This is an optimization exercise on Yosys and OpenROAD, whose aim is small area and a short achievable clock period, not a production implementation.
At most, simulation tests tie the RTL to the original design; equivalence was not proved.
Function not checked in run 2: the RTL went through the layout flow alone.
In every run shown here, the design's own scripts or RTL, not TritonCTS, make the clock network.
No driver is modelled on the clock port, so clock power and skew are understated where the tree is cut down; a real chip needs a root buffer or a tree.
Power figures rest on the tool's default switching activity, not on a simulated workload.

--- flow/flow/run.sh ---
#!/bin/bash
# Standard layout with these changes:
# - synthesis: the standard flow's synthesis script, with an area-oriented ABC mapping script
#   (flow/abc_area.script) in place of ORFS's abc_speed.script; everything else
#   (registers, -nofsm -noshare, flattening, renaming) is the standard flow's own;
# - plain buf_2 cells as the port buffers;
# - between placement and routing, flow/post_place.tcl (output isolation, a
#   shallow clock distribution and setup repair) in place of TritonCTS.
# Each tool's output goes to a log of its own here (synth.log, place.log,
# post_place.log, finish.log) besides ORFS's own logs under orfs/logs.
set -euo pipefail
RES=$PWD/orfs/results/sky130hd/rerok_rx/base
# ORFS's scripts folder, with the ABC script replaced, for the synthesis step only
rm -rf scripts
cp -r "$FLOW_HOME/scripts" scripts
cp flow/abc_area.script scripts/abc_speed.script
bash standard.sh SCRIPTS_DIR=$PWD/scripts synth > synth.log 2>&1
export BUFFER_PORTS_ARGS="-buffer_cell sky130_fd_sc_hd__buf_2"
bash standard.sh place > place.log 2>&1
RES=$RES RT_MARGIN=7.38 ISO_MIN=1 OUTBUF_NEAR=1 NROOT=4 NLEAF=4 LEAF=inv_16 ROOT=inv_8 \
  openroad -no_init -exit flow/post_place.tcl > post_place.log 2>&1
bash standard.sh finish > finish.log 2>&1
--- flow/flow/abc_area.script ---
&get -n
&st
&syn2
&dch
&nf -a
&put
--- flow/flow/post_place.tcl ---
# Runs between placement and routing, in place of TritonCTS.
#
# 1. Output isolation: where the register behind an output port's buffer also
#    drives ISO_MIN or more other pins, those pins get a buf_1 of their own, so
#    that the register drives little more than the port buffer. With
#    OUTBUF_NEAR 1 the port buffer is moved next to that register.
# 3. Setup repair (resizing and buffering) aimed at a period of 10 ns less
#    RT_MARGIN, where RT_MARGIN is above 0.
set plat $::env(FLOW_HOME)/platforms/sky130hd
set res $::env(RES)
read_lef $plat/lef/sky130_fd_sc_hd.tlef
read_lef $plat/lef/sky130_fd_sc_hd_merged.lef
read_liberty $plat/lib/sky130_fd_sc_hd__tt_025C_1v80.lib
read_db $res/3_place.odb
read_sdc $res/3_place.sdc
source $plat/setRC.tcl

set block [ord::get_db_block]

# --- output isolation
set iso_min $::env(ISO_MIN)
set n 0
foreach bt [$block getBTerms] {
  if {[$bt getIoType] ne "OUTPUT"} { continue }
  set buf ""
  foreach it [[$bt getNet] getITerms] {
    if {[$it isOutputSignal]} { set buf [$it getInst] }
  }
  if {$buf eq ""} { continue }
  set inet [[$buf findITerm A] getNet]
  set others {}
  foreach it [$inet getITerms] {
    if {[$it isInputSignal] && [$it getInst] ne $buf} {
      lappend others [sta::find_pin "[[$it getInst] getName]/[[$it getMTerm] getName]"]
    }
  }
  set loc {}
  foreach it [$inet getITerms] {
    if {[$it isOutputSignal]} {
      set bb [[$it getInst] getBBox]
      set dbu [[ord::get_db_block] getDbUnitsPerMicron]
      set loc [list [expr {double([$bb xMin]) / $dbu}] [expr {double([$bb yMin]) / $dbu}]]
    }
  }
  if {[llength $others] >= $iso_min} {
    if {$::env(OUTBUF_NEAR) && $loc ne {}} {
      insert_buffer -buffer_cell sky130_fd_sc_hd__buf_1 -net [sta::find_net [$inet getName]] -load_pins $others -location $loc
    } else {
      insert_buffer -buffer_cell sky130_fd_sc_hd__buf_1 -net [sta::find_net [$inet getName]] -load_pins $others
    }
    incr n
  }
  # The port buffer goes next to the register that drives it, so that the
  # register sees a short wire and the buffer drives the wire to the pin.
  if {$::env(OUTBUF_NEAR) && [[[$buf findITerm A] getNet] getITerms] ne ""} {
    foreach it [$inet getITerms] {
      if {[$it isOutputSignal]} {
        set bb [[$it getInst] getBBox]
        $buf setLocation [$bb xMin] [$bb yMin]
      }
    }
  }
}
puts "output isolation buffers: $n"

# --- clock distribution
set clknet [$block findNet clk]
$clknet setSigType CLOCK
set nroot $::env(NROOT)
set nleaf $::env(NLEAF)
set leafm [[ord::get_db] findMaster sky130_fd_sc_hd__$::env(LEAF)]
set rootm [[ord::get_db] findMaster sky130_fd_sc_hd__$::env(ROOT)]

proc bisect {pts n axis} {
  if {$n <= 1} { return [list $pts] }
  set pts [lsort -integer -index $axis $pts]
  set h [expr {[llength $pts] / 2}]
  return [concat [bisect [lrange $pts 0 [expr {$h - 1}]] [expr {$n / 2}] [expr {1 - $axis}]] \
                 [bisect [lrange $pts $h end] [expr {$n / 2}] [expr {1 - $axis}]]]
}

proc outterm {inst} {
  set t [$inst findITerm X]
  if {$t eq "NULL"} { set t [$inst findITerm Y] }
  return $t
}

proc drive {name master grp innet} {
  set block [ord::get_db_block]
  set inst [odb::dbInst_create $block $master $name]
  set net [odb::dbNet_create $block ${name}_net]
  $net setSigType CLOCK
  set sx 0
  set sy 0
  foreach e $grp {
    lassign $e x y term
    $term disconnect
    $term connect $net
    incr sx $x
    incr sy $y
  }
  [$inst findITerm A] connect $innet
  [outterm $inst] connect $net
  set cx [expr {$sx / [llength $grp]}]
  set cy [expr {$sy / [llength $grp]}]
  $inst setLocation $cx $cy
  $inst setPlacementStatus PLACED
  return [list $cx $cy [$inst findITerm A]]
}

set pts {}
foreach it [$clknet getITerms] {
  set bb [[$it getInst] getBBox]
  lappend pts [list [expr {([$bb xMin] + [$bb xMax]) / 2}] [expr {([$bb yMin] + [$bb yMax]) / 2}] $it]
}
puts "clock sinks: [llength $pts]"
set leaves {}
set g 0
foreach grp [bisect $pts $nleaf 0] {
  lappend leaves [drive clkleaf_$g $leafm $grp $clknet]
  incr g
}
if {$nroot > 0} {
  set g 0
  foreach grp [bisect $leaves $nroot 0] {
    drive clkroot_$g $rootm $grp $clknet
    incr g
  }
}

detailed_placement
set_propagated_clock [all_clocks]
estimate_parasitics -placement

# 3. Setup repair aimed at a period of 10 ns less RT_MARGIN.
if {$::env(RT_MARGIN) > 0} {
  repair_timing -setup -setup_margin $::env(RT_MARGIN)
  detailed_placement
  estimate_parasitics -placement
}
check_placement -verbose
report_clock_latency
set w 0
foreach pin [all_registers -clock_pins] {
  foreach e {rise fall} { set w [expr {max($w, [get_property $pin slew_max_$e])}] }
}
puts "estimated worst clock pin slew: $w"
report_checks -path_delay max -format end -group_path_count 10
report_checks -path_delay max -fields {fanout cap slew}
write_db $res/4_1_cts.odb
write_sdc -no_timestamp $res/4_cts.sdc
--- flow/standard.sh ---
#!/bin/bash
# synth_recipe.tcl (not shown) runs the flow's synth.tcl, then flattens the netlist and writes it again
# the make line also repeats each setting of config.mk as NAME=value (left out here)
make -C /OpenROAD-flow-scripts/flow DESIGN_CONFIG=/design/flow/config.mk WORK_HOME=/design/flow/orfs CLKGATE_MAP_FILE= SYNTH_SCRIPT=/design/flow/synth_recipe.tcl "${@:-finish}"
--- flow/config.mk ---
export PLATFORM = sky130hd
export DESIGN_NAME = rerok_rx
export DESIGN_NICKNAME = rerok_rx
export VERILOG_FILES = /design/flow/design.v
export SDC_FILE = /design/flow/constraint.sdc
export NUM_CORES = 4
export LEC_CHECK = 0
export CAP_MARGIN = 20
export CORE_AREA = 2.3 2.72 105.8 106.08
export DIE_AREA = 0 0 108.1 108.1
export PLACE_DENSITY = 0.8
export SLEW_MARGIN = 20
--- flow/constraint.sdc ---
create_clock -name core_clock -period 10.0 [get_ports {clk}]
set_input_delay 2.0000 -clock core_clock [delete_from_list [all_inputs] [get_ports {clk}]]
set_output_delay 2.0000 -clock core_clock [all_outputs]
set_load 0.01 [all_outputs]
--- flow/design.v ---
module rerok_rx (
    input  wire        clk,
    input  wire        rst,           
    input  wire        from_board,    
    input  wire        sym_valid,
    input  wire [9:0]  sym,
    output reg         word_valid,
    output wire [5:0]  word_index,
    output wire [31:0] word_data,
    output reg         frame_done,
    output reg  [2:0]  frame_reason,
    output wire [7:0]  frame_type,
    output wire [15:0] frame_seq,
    output wire [7:0]  frame_len
);
    localparam [2:0] R_OK    = 3'd0;
    localparam [2:0] R_CODE  = 3'd1;
    localparam [2:0] R_TYPE  = 3'd2;
    localparam [2:0] R_LEN   = 3'd3;
    localparam [2:0] R_CRC   = 3'd4;
    localparam [2:0] R_FIELD = 3'd5;
    localparam [2:0] S_HUNT  = 3'b000;    
    localparam [2:0] S_COMMA = 3'b001;    
    localparam [2:0] S_HDR   = 3'b100;    
    localparam [2:0] S_PAY   = 3'b101;
    localparam [2:0] S_CRC   = 3'b110;
    localparam [31:0] CRC_RESIDUE = 32'hDEBB20E3;
    function [31:0] crc_byte;
        input [31:0] crc;
        input [7:0]  d;
        integer      k;
        reg   [31:0] c;
        begin
            c = crc;
            for (k = 0; k < 8; k = k + 1) begin
                if (c[0] ^ d[k])
                    c = (c >> 1) ^ 32'hEDB88320;
                else
                    c = c >> 1;
            end
            crc_byte = c;
        end
    endfunction
    reg       in_valid;
    reg       fb;              
    reg       rst_q;           
    reg [9:0] in_sym;
    always @(posedge clk) begin
        in_valid <= sym_valid & ~rst;
        fb       <= from_board;
        rst_q    <= rst;
        in_sym   <= sym;
    end
    reg        rd;             
    wire [5:0] c6 = in_sym[9:4];
    wire [3:0] c4 = in_sym[3:0];
    reg [4:0] dx;
    reg       ok6n, ok6p;
    always @(*) begin
        case (c6)
            6'b000101: begin dx = 5'd23; ok6n = 1'b0; ok6p = 1'b1; end
            6'b000110: begin dx = 5'd8; ok6n = 1'b0; ok6p = 1'b1; end
            6'b000111: begin dx = 5'd7; ok6n = 1'b0; ok6p = 1'b1; end
            6'b001001: begin dx = 5'd27; ok6n = 1'b0; ok6p = 1'b1; end
            6'b001010: begin dx = 5'd4; ok6n = 1'b0; ok6p = 1'b1; end
            6'b001011: begin dx = 5'd20; ok6n = 1'b1; ok6p = 1'b1; end
            6'b001100: begin dx = 5'd24; ok6n = 1'b0; ok6p = 1'b1; end
            6'b001101: begin dx = 5'd12; ok6n = 1'b1; ok6p = 1'b1; end
            6'b001110: begin dx = 5'd28; ok6n = 1'b1; ok6p = 1'b1; end
            6'b010001: begin dx = 5'd29; ok6n = 1'b0; ok6p = 1'b1; end
            6'b010010: begin dx = 5'd2; ok6n = 1'b0; ok6p = 1'b1; end
            6'b010011: begin dx = 5'd18; ok6n = 1'b1; ok6p = 1'b1; end
            6'b010100: begin dx = 5'd31; ok6n = 1'b0; ok6p = 1'b1; end
            6'b010101: begin dx = 5'd10; ok6n = 1'b1; ok6p = 1'b1; end
            6'b010110: begin dx = 5'd26; ok6n = 1'b1; ok6p = 1'b1; end
            6'b010111: begin dx = 5'd15; ok6n = 1'b1; ok6p = 1'b0; end
            6'b011000: begin dx = 5'd0; ok6n = 1'b0; ok6p = 1'b1; end
            6'b011001: begin dx = 5'd6; ok6n = 1'b1; ok6p = 1'b1; end
            6'b011010: begin dx = 5'd22; ok6n = 1'b1; ok6p = 1'b1; end
            6'b011011: begin dx = 5'd16; ok6n = 1'b1; ok6p = 1'b0; end
            6'b011100: begin dx = 5'd14; ok6n = 1'b1; ok6p = 1'b1; end
            6'b011101: begin dx = 5'd1; ok6n = 1'b1; ok6p = 1'b0; end
            6'b011110: begin dx = 5'd30; ok6n = 1'b1; ok6p = 1'b0; end
            6'b100001: begin dx = 5'd30; ok6n = 1'b0; ok6p = 1'b1; end
            6'b100010: begin dx = 5'd1; ok6n = 1'b0; ok6p = 1'b1; end
            6'b100011: begin dx = 5'd17; ok6n = 1'b1; ok6p = 1'b1; end
            6'b100100: begin dx = 5'd16; ok6n = 1'b0; ok6p = 1'b1; end
            6'b100101: begin dx = 5'd9; ok6n = 1'b1; ok6p = 1'b1; end
            6'b100110: begin dx = 5'd25; ok6n = 1'b1; ok6p = 1'b1; end
            6'b100111: begin dx = 5'd0; ok6n = 1'b1; ok6p = 1'b0; end
            6'b101000: begin dx = 5'd15; ok6n = 1'b0; ok6p = 1'b1; end
            6'b101001: begin dx = 5'd5; ok6n = 1'b1; ok6p = 1'b1; end
            6'b101010: begin dx = 5'd21; ok6n = 1'b1; ok6p = 1'b1; end
            6'b101011: begin dx = 5'd31; ok6n = 1'b1; ok6p = 1'b0; end
            6'b101100: begin dx = 5'd13; ok6n = 1'b1; ok6p = 1'b1; end
            6'b101101: begin dx = 5'd2; ok6n = 1'b1; ok6p = 1'b0; end
            6'b101110: begin dx = 5'd29; ok6n = 1'b1; ok6p = 1'b0; end
            6'b110001: begin dx = 5'd3; ok6n = 1'b1; ok6p = 1'b1; end
            6'b110010: begin dx = 5'd19; ok6n = 1'b1; ok6p = 1'b1; end
            6'b110011: begin dx = 5'd24; ok6n = 1'b1; ok6p = 1'b0; end
            6'b110100: begin dx = 5'd11; ok6n = 1'b1; ok6p = 1'b1; end
            6'b110101: begin dx = 5'd4; ok6n = 1'b1; ok6p = 1'b0; end
            6'b110110: begin dx = 5'd27; ok6n = 1'b1; ok6p = 1'b0; end
            6'b111000: begin dx = 5'd7; ok6n = 1'b1; ok6p = 1'b0; end
            6'b111001: begin dx = 5'd8; ok6n = 1'b1; ok6p = 1'b0; end
            6'b111010: begin dx = 5'd23; ok6n = 1'b1; ok6p = 1'b0; end
            default: begin dx = c6[4:0]; ok6n = 1'b0; ok6p = 1'b0; end
        endcase
    end
    wire alt_n = (c6 == 6'b100011) || (c6 == 6'b010011) || (c6 == 6'b001011);
    wire alt_p = (c6 == 6'b110100) || (c6 == 6'b101100) || (c6 == 6'b011100);
    reg [2:0] dy;
    reg       ok4n, ok4p;
    always @(*) begin
        ok4n = 1'b1;
        ok4p = 1'b1;
        case (c4)
            4'b1011: begin dy = 3'd0; ok4p = 1'b0; end
            4'b0100: begin dy = 3'd0; ok4n = 1'b0; end
            4'b1001:       dy = 3'd1;
            4'b0101:       dy = 3'd2;
            4'b1100: begin dy = 3'd3; ok4p = 1'b0; end
            4'b0011: begin dy = 3'd3; ok4n = 1'b0; end
            4'b1101: begin dy = 3'd4; ok4p = 1'b0; end
            4'b0010: begin dy = 3'd4; ok4n = 1'b0; end
            4'b1010:       dy = 3'd5;
            4'b0110:       dy = 3'd6;
            4'b1110: begin dy = 3'd7; ok4p = 1'b0; ok4n = ~alt_n; end
            4'b0111: begin dy = 3'd7; ok4p = 1'b0; ok4n =  alt_n; end
            4'b0001: begin dy = 3'd7; ok4n = 1'b0; ok4p = ~alt_p; end
            4'b1000: begin dy = 3'd7; ok4n = 1'b0; ok4p =  alt_p; end
            default: begin dy = c4[2:0]; ok4n = 1'b0; ok4p = 1'b0; end
        endcase
    end
    wire pos6 = (c6 == 6'b000111) || (c6 == 6'b001111) || (c6 == 6'b010111) || (c6 == 6'b011011) || (c6 == 6'b011101) || (c6 == 6'b011110) ||
                      (c6 == 6'b011111) || (c6 == 6'b100111) || (c6 == 6'b101011) || (c6 == 6'b101101) || (c6 == 6'b101110) || (c6 == 6'b101111) ||
                      (c6 == 6'b110011) || (c6 == 6'b110101) || (c6 == 6'b110110) || (c6 == 6'b110111) || (c6 == 6'b111001) || (c6 == 6'b111010) ||
                      (c6 == 6'b111011) || (c6 == 6'b111100) || (c6 == 6'b111101) || (c6 == 6'b111110) || (c6 == 6'b111111);
    wire neg6 = (c6 == 6'b000000) || (c6 == 6'b000001) || (c6 == 6'b000010) || (c6 == 6'b000011) || (c6 == 6'b000100) || (c6 == 6'b000101) ||
                      (c6 == 6'b000110) || (c6 == 6'b001000) || (c6 == 6'b001001) || (c6 == 6'b001010) || (c6 == 6'b001100) || (c6 == 6'b010000) ||
                      (c6 == 6'b010001) || (c6 == 6'b010010) || (c6 == 6'b010100) || (c6 == 6'b011000) || (c6 == 6'b100000) || (c6 == 6'b100001) ||
                      (c6 == 6'b100010) || (c6 == 6'b100100) || (c6 == 6'b101000) || (c6 == 6'b110000) || (c6 == 6'b111000);
    wire pos4 = (c4 == 4'b0011) || (c4 == 4'b0111) || (c4 == 4'b1011) || (c4 == 4'b1101) || (c4 == 4'b1110) || (c4 == 4'b1111);
    wire neg4 = (c4 == 4'b0000) || (c4 == 4'b0001) || (c4 == 4'b0010) || (c4 == 4'b0100) || (c4 == 4'b1000) || (c4 == 4'b1100);
    wire rd_mid  = pos6 | (rd & ~neg6);
    wire rd_next = pos4 | (rd_mid & ~neg4);
    wire data_n   = ok6n & (pos6 ? ok4p : ok4n);
    wire data_p   = ok6p & (neg6 ? ok4n : ok4p);
    always @(posedge clk) begin
        if (rst_q)
            rd <= 1'b0;
        else if (in_valid)
            rd <= rd_next;
    end
    reg       d_valid;
    reg [7:0] dbyte;           
    reg       is_data;         
    reg       is_comma;        
    always @(posedge clk) begin
        d_valid  <= in_valid & ~rst;
        dbyte    <= {dy, dx};
        is_data  <= rd ? data_p : data_n;
        is_comma <= rd ? (in_sym == 10'b1100000101) : (in_sym == 10'b0011111010);
    end
    reg  [2:0]  state;
    reg  [7:0]  f_type;
    reg  [15:0] f_seq;
    reg  [7:0]  f_len;
    reg  [1:0]  bc;            
    reg  [5:0]  wi;            
    reg  [31:0] crc;
    reg  [31:0] wsr;           
    reg         field_bad;
    reg         crc_end;       
    assign word_index = wi;
    assign word_data  = wsr;
    assign frame_type = f_type;
    assign frame_seq  = f_seq;
    assign frame_len  = f_len;
    reg        t_ok;           
    wire [3:0] t_lo = f_type[3:0];
    wire [5:0] len6 = f_len[5:0];
    reg type_ok;
    always @(*) begin
        case (dbyte)
            8'h03, 8'h06, 8'h09:        type_ok = 1'b1;
            8'h04, 8'h05:               type_ok = fb;
            8'h01, 8'h02, 8'h07, 8'h08: type_ok = ~fb;
            default:                    type_ok = 1'b0;
        endcase
    end
    reg len_ok;
    always @(*) begin
        case (t_lo)
            4'h1:    len_ok = (dbyte == 8'd7);
            4'h2:    len_ok = (dbyte >= 8'd3) && (dbyte <= 8'd33) && dbyte[0];
            4'h3:    len_ok = (dbyte == 8'd2);
            4'h4:    len_ok = (dbyte == 8'd2);
            4'h5:    len_ok = (dbyte >= 8'd3) && (dbyte <= 8'd35);
            4'h6:    len_ok = (dbyte == 8'd3) || (dbyte == 8'd4);
            4'h7:    len_ok = (dbyte == 8'd3);
            4'h8:    len_ok = (dbyte == 8'd4);
            default: len_ok = (dbyte >= 8'd3) && (dbyte <= 8'd19);
        endcase
    end
    wire [5:0] nrep     = wsr[29:24];
    wire [7:0] mgt_stat = wsr[31:24];
    wire [1:0] mgt_op   = wsr[17:16];
    wire [3:0] mgt_cnt  = wsr[23:20];
    wire [5:0] len_m3   = len6 - 6'd3;
    wire [5:0] len_m4   = len6 - 6'd4;
    wire is_sts = (t_lo == 4'h5);
    wire is_hb  = (t_lo == 4'h6);
    wire is_mgt = (t_lo == 4'h9);
    wire len_3  = (len6 == 6'd3);
    wire len_4  = (len6 == 6'd4);
    wire len_nrep = (nrep == len_m3);                  
    wire len_cnt  = ({2'b00, mgt_cnt} == len_m4);      
    reg field_ok;
    always @(*) begin
        field_ok = 1'b1;
        if (fb) begin
            if (is_sts)
                field_ok = len_nrep;
            else if (is_hb)
                field_ok = len_4;
            else if (is_mgt) begin
                if (mgt_stat != 8'd0 || mgt_op == 2'd1)
                    field_ok = len_3;
                else if (mgt_op == 2'd0)
                    field_ok = len_cnt;
            end
        end else begin
            if (is_hb)
                field_ok = len_3;
            else if (is_mgt) begin
                if (mgt_op == 2'd1)
                    field_ok = len_cnt;
                else if (mgt_op == 2'd0)
                    field_ok = len_3;
            end
        end
    end
    wire in_frame  = state[2];
    wire last_word = (wi + 6'd1 == len6);
    always @(posedge clk) begin
        if (d_valid) begin
            crc <= is_comma ? 32'hFFFFFFFF : crc_byte(crc, dbyte);
            bc  <= is_comma ? 2'd0 : bc + 2'd1;
            if (is_comma)
                wi <= 6'd62;
            else if (bc == 2'd0)
                wi <= wi + 6'd1;
            wsr <= {dbyte, wsr[31:8]};
            if (state == S_COMMA) begin
                f_type <= dbyte;
                t_ok   <= type_ok;
            end
            if (state == S_HDR && bc == 2'd1)
                f_seq[7:0] <= dbyte;
            if (state == S_HDR && bc == 2'd2)
                f_seq[15:8] <= dbyte;
            if (state == S_HDR && bc == 2'd3) begin
                f_len <= dbyte;
            end
            if (state == S_PAY && wi == 6'd1 && bc == 2'd3)
                field_bad <= ~field_ok;
        end
    end
    always @(posedge clk) begin
        if (rst_q)
            state <= S_HUNT;
        else if (d_valid) begin
            if (is_comma)
                state <= S_COMMA;
            else if (!is_data)
                state <= S_HUNT;
            else begin
                case (state)
                    S_COMMA:
                        state <= (dbyte == 8'hC5 || dbyte == 8'h50) ? S_HUNT : S_HDR;
                    S_HDR:
                        if (bc == 2'd3)
                            state <= (t_ok && len_ok) ? S_PAY : S_HUNT;
                    S_PAY:
                        if (bc == 2'd3 && last_word)
                            state <= S_CRC;
                    S_CRC:
                        if (bc == 2'd3)
                            state <= S_HUNT;
                    default: ;
                endcase
            end
        end
    end
    always @(posedge clk) begin
        if (rst) begin
            word_valid <= 1'b0;
            frame_done <= 1'b0;
            crc_end    <= 1'b0;
        end else begin
            word_valid <= d_valid && is_data && state == S_PAY && bc == 2'd3;
            crc_end    <= d_valid && is_data && state == S_CRC && bc == 2'd3;
            frame_done <= crc_end ||
                          (d_valid && (is_data ? (state == S_HDR && bc == 2'd3 && !(t_ok && len_ok))
                                               : in_frame));
        end
    end
    always @(posedge clk) begin
        if (crc_end)
            frame_reason <= (crc != CRC_RESIDUE) ? R_CRC :
                            field_bad ? R_FIELD : R_OK;
        else if (!is_data)
            frame_reason <= R_CODE;
        else
            frame_reason <= !t_ok ? R_TYPE : R_LEN;
    end
endmodule
==> flow_summary.toml, run 1 <==
[status]
outcome = "timing/DRC/antenna clean"

[global_route]
antenna_found_initial = 0
grt.total_usage = 0.3048
first_global_vias = 5164
gr-total-overflow = 0
grt_max_degree = 76
grt_pass1_wl_mm = 27.94

[cells_and_area]
syn_to_final_growth_pct = 16.07
final_common_cell = "edfxtp_1"
layout_common_cells = "106 x edfxtp_1, 80 x buf_2, 56 x nand2_1"
drive_above_1_share = 0.1588
antenna_cells = 0
design.final.nets = 750

[flow_run]
cap_violations = 0

[timing]
finalClockSkew_ps = 20.67
tns_ps = 0
worst_pin_slew_ps = 847.5
rsz0062_at_grt = "false"
timing.fmax_mhz = 364.2
slew_viol_final = 0
slew-limit-headroom = 0.4343
period_share = 0.2746
hold_viol = 0
setup_viol = 0
period_needed_ps = 2746

[floorplan]
die_w_um = 108.1
core.rowCount = 38
die_h_um = 108.1
dieArea_um2 = 11690
core_um2 = 10700
start_util = 0.6173
boundaryPins = 89

[route]
drtIter0Drc = 670
dr.pass1.iters = 5
wirelength_mm = 17.90
vias = 5429
wire_per_inst_um = 20.71
drcViolationCount = 0
drtAntennaViolNets = 0
viasPerCell = 6.284

[logic_synthesis]
synth_top_family_by_area = "simple AND/OR/NAND/NOR gates"
synthFlopType = "edfxtp_1"
syn_area_um2 = 6604
synth_mux_area_frac = 0.003031
yosys.area_share.adder = 0.02046
syn_area_per_cell_um2 = 11.37
synth_compound_area_frac = 0.1241
synth_fp_nets = 605
ys_seq_elements = 140
synth_seq_area_share = 0.5851
netlist_instances = 581
synthSimpleGateAreaFrac = 0.1497
synth-async-reset-ratio = 0
ys_types = 57
synth_edf_count = 106
synth_xor_area_frac = 0.1074
synth_warnings = 1

[setup_path]
end_kind = "output port"
path_depth = 1
path_cells = "buf_2"
cp-endpoint = "word_data[13]"
worstPathRequired_ps = 8000
r2r_start = "wi[1]"
max_stage_delay_ps = 440
arrival_ps = 750
crit_type = "flip-flop to output port"
critPathTopFamily = "flip-flops"
crit_fanout = 2
reg2reg_slack_ps = 7340
cp_num_buf_inv = 1
cp-startpoint = "wsr[13]"
slowest_stage = "edfxtp_1"
worst_r2r_path_depth = 11
r2r-end = "state[0]"
crit_path_start_kind = "flip-flop"

[pwr]
power_density_nw_per_um2 = 165.8
p_leak_nw = 2.738
p_total_mw = 1.271
ir_drop_uv = 173.4

[placed_design]
port-buffer-count = 88
dp_hpwl_mm = 10.36
place_congestion = 0.8703

[clock_network]
cts.clk_slew.worst_paths_ps = 110
clock_latency_ps = 140

[min_path]
hold_class = "flip-flop to flip-flop"
## cell usage after synthesis (2+ instances only)
cell	n	share of area
or2_0	4	0.0038
o21ai_0	35	0.027
nor3b_1	3	0.0034
a311oi_1	2	0.0027
a31o_1	3	0.0040
a2111oi_0	3	0.0040
nor2b_1	6	0.0057
nand4_1	4	0.0038
nand3_1	22	0.017
dfxtp_1	34	0.10
nand2_1	56	0.032
o31ai_1	4	0.0045
a31oi_1	8	0.0076
o211ai_1	4	0.0045
nand4b_1	4	0.0053
mux2i_1	2	0.0030
ha_1	10	0.019
xnor2_1	42	0.056
nor4b_1	4	0.0053
a22oi_1	4	0.0045
nor2_1	43	0.024
or4_1	2	0.0023
a211oi_1	6	0.0068
and3_1	6	0.0057
nor3_1	14	0.011
nand2b_1	8	0.0076
clkinv_1	18	0.010
nand3b_1	3	0.0034
nor4_1	11	0.010
edfxtp_1	106	0.48
or4b_1	2	0.0030
o21bai_1	2	0.0023
o22ai_1	3	0.0028
xor2_1	39	0.052
a21o_1	2	0.0023
a21oi_1	41	0.031
## through the flow
step	instances	hold slack [ps]	setup slack [ps]	utilization	instance area (um^2)
global placement	810	429.5	7241	0.6757	7228
finish	864	460.0	7254	0.7165	7665
global route	864	469.5	7149	0.7165	7665
detailed placement	810	430.3	7056	0.6757	7228
floorplan	581	411.7	6689	-	6604
## worst min path at each step
stage,startpoint,end,depth (start not counted)
5_1_grt,crc_end,frame_reason[1],1
3_3_place_gp,wsr[11],wsr[3],0
2_1_floorplan,crc_end,frame_reason[1],1
3_5_place_dp,wsr[8],wsr[0],0
6_report,crc_end,frame_reason[1],1
## per-layer routing
| layer | vias to the layer above | part of all wire | GRT usage |
|---|---|---|---|
| met3 | 47 | 0.12 | 0.06811 |
| met5 | - | 0 | 0 |
| met2 | 365 | 0.47 | 0.4978 |
| li1 | 2456 | - | - |
| met1 | 2561 | 0.39 | 0.4135 |
| met4 | 0 | 0.027 | 0.08700 |
## cell type report
cell class	instances	area (um^2)
Tap cell	140	175.2
Fill cell	735	3033
Sequential cell	140	3867
Multi-Input combinational cell	423	2731
Inverter	26	192.7
Timing Repair Buffer	135	698.2
## state kept, by name, indices dropped and copies added, names as in the netlist, 2 cells and up
register / flops
crc: 32
wsr: 32
f_seq: 16
in_sym: 10
dbyte: 8
f_len: 8
f_type: 8
wi: 6
frame_reason: 3
state: 3
bc: 2
## logic make-up (layout without fill, tap and decap cells)
logic type               count (synthesis)  in the layout
AO/OA/AOI/OAI                          132            132
XOR/XNOR                                81             81
adder cells (fa/ha/maj)                 11             11
buffers and inverters                   18            161
flip-flops                             140            140
multiplexers                             2              2
AND/OR/NAND/NOR                        197            197
## where the power goes
part	switching (mW)	total [mW]	internal, mW
logic	0.174	0.303	0.129
clock network	0.185	0.233	0.0484
registers	0.0472	0.735	0.688
total	0.406	1.27	0.865
## worst register-to-register path: stages, from the launching register on
cell	delay [ps]
edfxtp_1	380
buf_4	110
buf_1	140
clkinv_1	90
ha_1	320
xor2_1	190
nand3_1	100
nor4b_1	260
nand3_1	130
o21ai_0	510
nor2_1	90
a311oi_1	240
==> run 2, diff against run 1 <==
--- a/flow/design.v
+++ b/flow/design.v
@@ -179,5 +179,5 @@
     assign frame_len  = f_len;
-    reg        t_ok;           
-    wire [3:0] t_lo = f_type[3:0];
-    wire [5:0] len6 = f_len[5:0];
+    reg  [3:0] t_lo;
+    reg  [5:0] lm1;
+    wire       t_ok = (t_lo != 4'd0);
     reg type_ok;
@@ -209,11 +209,2 @@
     wire [3:0] mgt_cnt  = wsr[23:20];
-    wire [5:0] len_m3   = len6 - 6'd3;
-    wire [5:0] len_m4   = len6 - 6'd4;
-    wire is_sts = (t_lo == 4'h5);
-    wire is_hb  = (t_lo == 4'h6);
-    wire is_mgt = (t_lo == 4'h9);
-    wire len_3  = (len6 == 6'd3);
-    wire len_4  = (len6 == 6'd4);
-    wire len_nrep = (nrep == len_m3);                  
-    wire len_cnt  = ({2'b00, mgt_cnt} == len_m4);      
     reg field_ok;
@@ -222,20 +213,20 @@
         if (fb) begin
-            if (is_sts)
-                field_ok = len_nrep;
-            else if (is_hb)
-                field_ok = len_4;
-            else if (is_mgt) begin
+            if (t_lo == 4'h5)
+                field_ok = (lm1 == nrep + 6'd2);
+            else if (t_lo == 4'h6)
+                field_ok = (lm1 == 6'd3);
+            else if (t_lo == 4'h9) begin
                 if (mgt_stat != 8'd0 || mgt_op == 2'd1)
-                    field_ok = len_3;
+                    field_ok = (lm1 == 6'd2);
                 else if (mgt_op == 2'd0)
-                    field_ok = len_cnt;
+                    field_ok = (lm1 == {2'b00, mgt_cnt} + 6'd3);
             end
         end else begin
-            if (is_hb)
-                field_ok = len_3;
-            else if (is_mgt) begin
+            if (t_lo == 4'h6)
+                field_ok = (lm1 == 6'd2);
+            else if (t_lo == 4'h9) begin
                 if (mgt_op == 2'd1)
-                    field_ok = len_cnt;
+                    field_ok = (lm1 == {2'b00, mgt_cnt} + 6'd3);
                 else if (mgt_op == 2'd0)
-                    field_ok = len_3;
+                    field_ok = (lm1 == 6'd2);
             end
@@ -244,3 +235,3 @@
     wire in_frame  = state[2];
-    wire last_word = (wi + 6'd1 == len6);
+    wire last_word = (wi == lm1);
     always @(posedge clk) begin
@@ -256,3 +247,3 @@
                 f_type <= dbyte;
-                t_ok   <= type_ok;
+                t_lo   <= type_ok ? dbyte[3:0] : 4'd0;
             end
@@ -264,2 +255,3 @@
                 f_len <= dbyte;
+                lm1   <= dbyte[5:0] - 6'd1;
             end
==> flow/flow/run.sh (replaced) <==
#!/bin/bash
# Standard layout with these changes: plain buf_2 cells as the port buffers, and
# between placement and routing flow/post_place.tcl (output isolation and a
# shallow clock distribution) in place of TritonCTS.
set -euo pipefail
export BUFFER_PORTS_ARGS="-buffer_cell sky130_fd_sc_hd__buf_2"
RES=$PWD/orfs/results/sky130hd/rerok_rx/base
bash standard.sh place > place.log 2>&1
RES=$RES ISO_MIN=2 NROOT=4 NLEAF=4 LEAF=inv_16 ROOT=inv_8 \
  openroad -no_init -exit flow/post_place.tcl > post_place.log 2>&1
bash standard.sh finish > finish.log 2>&1
--- a/flow/flow/post_place.tcl
+++ b/flow/flow/post_place.tcl
@@ -4,6 +4,3 @@
 #    drives ISO_MIN or more other pins, those pins get a buf_1 of their own, so
-#    that the register drives little more than the port buffer. With
-#    OUTBUF_NEAR 1 the port buffer is moved next to that register.
-# 3. Setup repair (resizing and buffering) aimed at a period of 10 ns less
-#    RT_MARGIN, where RT_MARGIN is above 0.
+#    that the register drives little more than the port buffer.
 set plat $::env(FLOW_HOME)/platforms/sky130hd
@@ -36,27 +33,5 @@
   }
-  set loc {}
-  foreach it [$inet getITerms] {
-    if {[$it isOutputSignal]} {
-      set bb [[$it getInst] getBBox]
-      set dbu [[ord::get_db_block] getDbUnitsPerMicron]
-      set loc [list [expr {double([$bb xMin]) / $dbu}] [expr {double([$bb yMin]) / $dbu}]]
-    }
-  }
   if {[llength $others] >= $iso_min} {
-    if {$::env(OUTBUF_NEAR) && $loc ne {}} {
-      insert_buffer -buffer_cell sky130_fd_sc_hd__buf_1 -net [sta::find_net [$inet getName]] -load_pins $others -location $loc
-    } else {
-      insert_buffer -buffer_cell sky130_fd_sc_hd__buf_1 -net [sta::find_net [$inet getName]] -load_pins $others
-    }
+    insert_buffer -buffer_cell sky130_fd_sc_hd__buf_1 -net [sta::find_net [$inet getName]] -load_pins $others
     incr n
-  }
-  # The port buffer goes next to the register that drives it, so that the
-  # register sees a short wire and the buffer drives the wire to the pin.
-  if {$::env(OUTBUF_NEAR) && [[[$buf findITerm A] getNet] getITerms] ne ""} {
-    foreach it [$inet getITerms] {
-      if {[$it isOutputSignal]} {
-        set bb [[$it getInst] getBBox]
-        $buf setLocation [$bb xMin] [$bb yMin]
-      }
-    }
   }
@@ -131,12 +106,5 @@
 detailed_placement
+check_placement -verbose
 set_propagated_clock [all_clocks]
 estimate_parasitics -placement
-
-# 3. Setup repair aimed at a period of 10 ns less RT_MARGIN.
-if {$::env(RT_MARGIN) > 0} {
-  repair_timing -setup -setup_margin $::env(RT_MARGIN)
-  detailed_placement
-  estimate_parasitics -placement
-}
-check_placement -verbose
 report_clock_latency
--- a/flow/config.mk
+++ b/flow/config.mk
@@ -8,4 +8,4 @@
 export CAP_MARGIN = 20
-export CORE_AREA = 2.3 2.72 105.8 106.08
-export DIE_AREA = 0 0 108.1 108.1
+export CORE_MARGIN = 2
+export CORE_UTILIZATION = 60
 export PLACE_DENSITY = 0.8
removed: flow/flow/abc_area.script
==> run 2 against run 1 <==
Compared with the run above:
- fmax is 0.37% higher
- die area is 15% higher
- sequential power is 6.5% higher
- still clean on timing, DRC and antenna
- sequential share of layout area is 0.65 points lower
- largest cell class unchanged
- clock skew is 7.9 ps lower
- global-route usage is 7.5 points lower
- core utilization is 3.1 points lower
- first-iteration DRC count is 24% lower
- critical endpoint is now word_data[25]
- wire length is 13% lower
==> flow_summary.toml, run 2 <==
[placed_design]
port-buffer-count = 88
dp_hpwl_mm = 10.64
place_congestion = 0.8553

[route]
wire_per_inst_um = 17.33
wirelength_mm = 15.55
drtAntennaViolNets = 0
dr.pass1.iters = 5
viasPerCell = 5.876
drcViolationCount = 0
vias = 5271
drtIter0Drc = 509

[logic_synthesis]
netlist_instances = 638
synth-async-reset-ratio = 0
synth_edf_count = 115
syn_area_per_cell_um2 = 11.81
synthTopCellsByCount = "115 x edfxtp_1, 57 x xnor2_1, 43 x nor2_1"
ys_seq_elements = 149
synth_warnings = 1
synth_seq_area_share = 0.5488
synth_top_area_frac = 0.4585
synth_fp_nets = 665
synthFlopType = "edfxtp_1"
yosysMostFrequentCell = "edfxtp_1"
synth_area_leaders = "edfxtp_1 46%, dfxtp_1 9.0%, xnor2_1 6.6%"
yosys.area.top_type = "edfxtp_1"
syn_area_um2 = 7532
ys_types = 73

[cells_and_area]
fillers = 920
drive_above_1_share = 0.1687
design.final.nets = 758
layout_common_cells = "115 x edfxtp_1, 88 x buf_2, 57 x xnor2_1"
top_regs = "crc (32), wsr (32), f_seq (16)"
antenna_cells = 0
final_common_cell = "edfxtp_1"
syn_to_final_growth_pct = 10.22

[timing]
slew-limit-headroom = 0.3460
slew_viol_final = 0
hold_viol = 0
rsz0062_at_grt = "false"
period_share = 0.2736
setup_viol = 0
finalClockSkew_ps = 12.74
period_needed_ps = 2736
worst_pin_slew_ps = 979.7
tns_ps = 0
timing.fmax_mhz = 365.5

[setup_path]
worstPathRequired_ps = 8000
cp_num_buf_inv = 1
slowest_stage = "edfxtp_1"
end_kind = "output port"
arrival_ps = 740
critPathTopFamily = "flip-flops"
path_cells = "buf_2"
max_stage_delay_ps = 440
crit_path_start_kind = "flip-flop"
crit_type = "flip-flop to output port"
crit_fanout = 2

[floorplan]
core_um2 = 12110
die_w_um = 116.0
boundaryPins = 89
core.rowCount = 40
start_util = 0.6219
die_h_um = 116.0
dieArea_um2 = 13470

[global_route]
grt_max_degree = 73
gr-total-overflow = 0
grt_pass1_wl_mm = 24.85
antenna_found_initial = 0
grt.total_usage = 0.2293
first_global_vias = 5007

[clock_network]
clock_latency_ps = 130
cts.clk_slew.worst_paths_ps = 110

[flow_run]
cap_violations = 0

[pwr]
ir_drop_uv = 145.9
p_leak_nw = 3.032
power_density_nw_per_um2 = 170.0
p_total_mw = 1.411

[status]
outcome = "timing/DRC/antenna clean"

[min_path]
hold_class = "flip-flop to flip-flop"
[run 2: cell types whose count changed after synthesis, moves of 11 or more]
cell,change
a21oi_1,-25
clkbuf_1,+21
clkinv_1,-18
inv_1,+18
nand2_1,-22
nand2b_1,+33
o21ai_0,-11
xnor2_1,+15
[run 2: logic make-up after synthesis]
kind of cell / count (synthesis) / share of synthesized area
adder cells (fa/ha/maj): 14 / 0.02292
flip-flops: 149 / 0.5488
multiplexers: 5 / 0.006811
XOR/XNOR: 102 / 0.1390
buffers and inverters: 47 / 0.02475
AO/OA/AOI/OAI: 101 / 0.09419
AND/OR/NAND/NOR: 220 / 0.1635
[run 2: worst paths after layout]
| check | startpoint | to | slack, ps | cells after the start |
|---|---|---|---|---|
| max | wsr[25] | word_data[25] | 7260 | 1 |
| max reg2reg | dbyte[0] | frame_done | 7370 | 8 |
| min | wsr[15] | wsr[7] | 450 | 0 |
| min reg2reg | wsr[15] | wsr[7] | 450 | 0 |
[run 2: metal layers]
layer  track usage  vias up  share of wire  wire [um]
met5             0        -              0          0
met4       0.04444        0          0.020        318
met3       0.01621       26          0.061        941
met2        0.4144      203           0.50       7782
met1        0.3081     2545           0.42       6504
li1              -     2497              -          -
[run 2: per-stage QoR]
stage | setup slack, ps | hold WS [ps] | utilization | cells | instance area, um^2
after global placement | 7238 | 422.8 | 0.6689 | 869 | 8102
after floorplan | 6331 | 443.6 | - | 638 | 7532
final | 7264 | 451.6 | 0.6854 | 897 | 8302
after global routing | 7251 | 464.3 | 0.6854 | 897 | 8302
after detailed placement | 7199 | 428.7 | 0.6689 | 869 | 8102
[run 2: layout make-up]
type | instances | area (um^2) | share of cell area
Multi-Input combinational cell | 442 | 3218 | 0.3876
Timing Repair Buffer | 112 | 545.5 | 0.06571
Tap cell | 168 | 210.2 | 0.02532
Sequential cell | 149 | 4135 | 0.4981
Inverter | 26 | 192.7 | 0.02321
[run 2: power breakdown]
part / switching (mW) / total (mW) / internal [mW]
sequential: 0.0463 / 0.783 / 0.736
combinational: 0.202 / 0.391 / 0.188
clock: 0.189 / 0.238 / 0.0485
total: 0.438 / 1.41 / 0.973
[run 2: worst reg2reg max path, delay by kind of cell (launching register included)]
family,cells,cell delay (ps)
compound gates,5,1090
flops,1,770
fa+ha+maj,1,310
buf+inv,1,250
simple gates,1,150

[separate check: timing with driven ports]
No port has a modelled driver above. Below, the same layouts with a new extraction and two added sets of constraints. Step 1 (the two cells are an assumption about what drives the block):
set clk [get_ports {clk}]
set_driving_cell -lib_cell sky130_fd_sc_hd__clkbuf_16 $clk
set_driving_cell -lib_cell sky130_fd_sc_hd__buf_2 [delete_from_list [all_inputs] $clk]
Step 2 also shifts input and output timing later by t, the mid clock arrival at the registers, as if the neighbouring blocks saw the same clock. a / b / c = ideal ports / drivers / drivers and shift; a / b = the first two.
run	t, ns	slack for setup (ns)	worst register clock-pin slew, ns	worst slew at a driven data input, ns	cell pins on the clock port's net
run 1	0.253	7.254 / 7.127 / 7.339	0.11 / 0.11	0.03	4
run 2	0.252	7.264 / 7.137 / 7.183	0.11 / 0.11	0.03	4
After both steps every run listed still meets setup and hold. The setup slack of run 2, which loses most, moves by -0.127 ns with the drivers and by -0.081 ns with both steps.
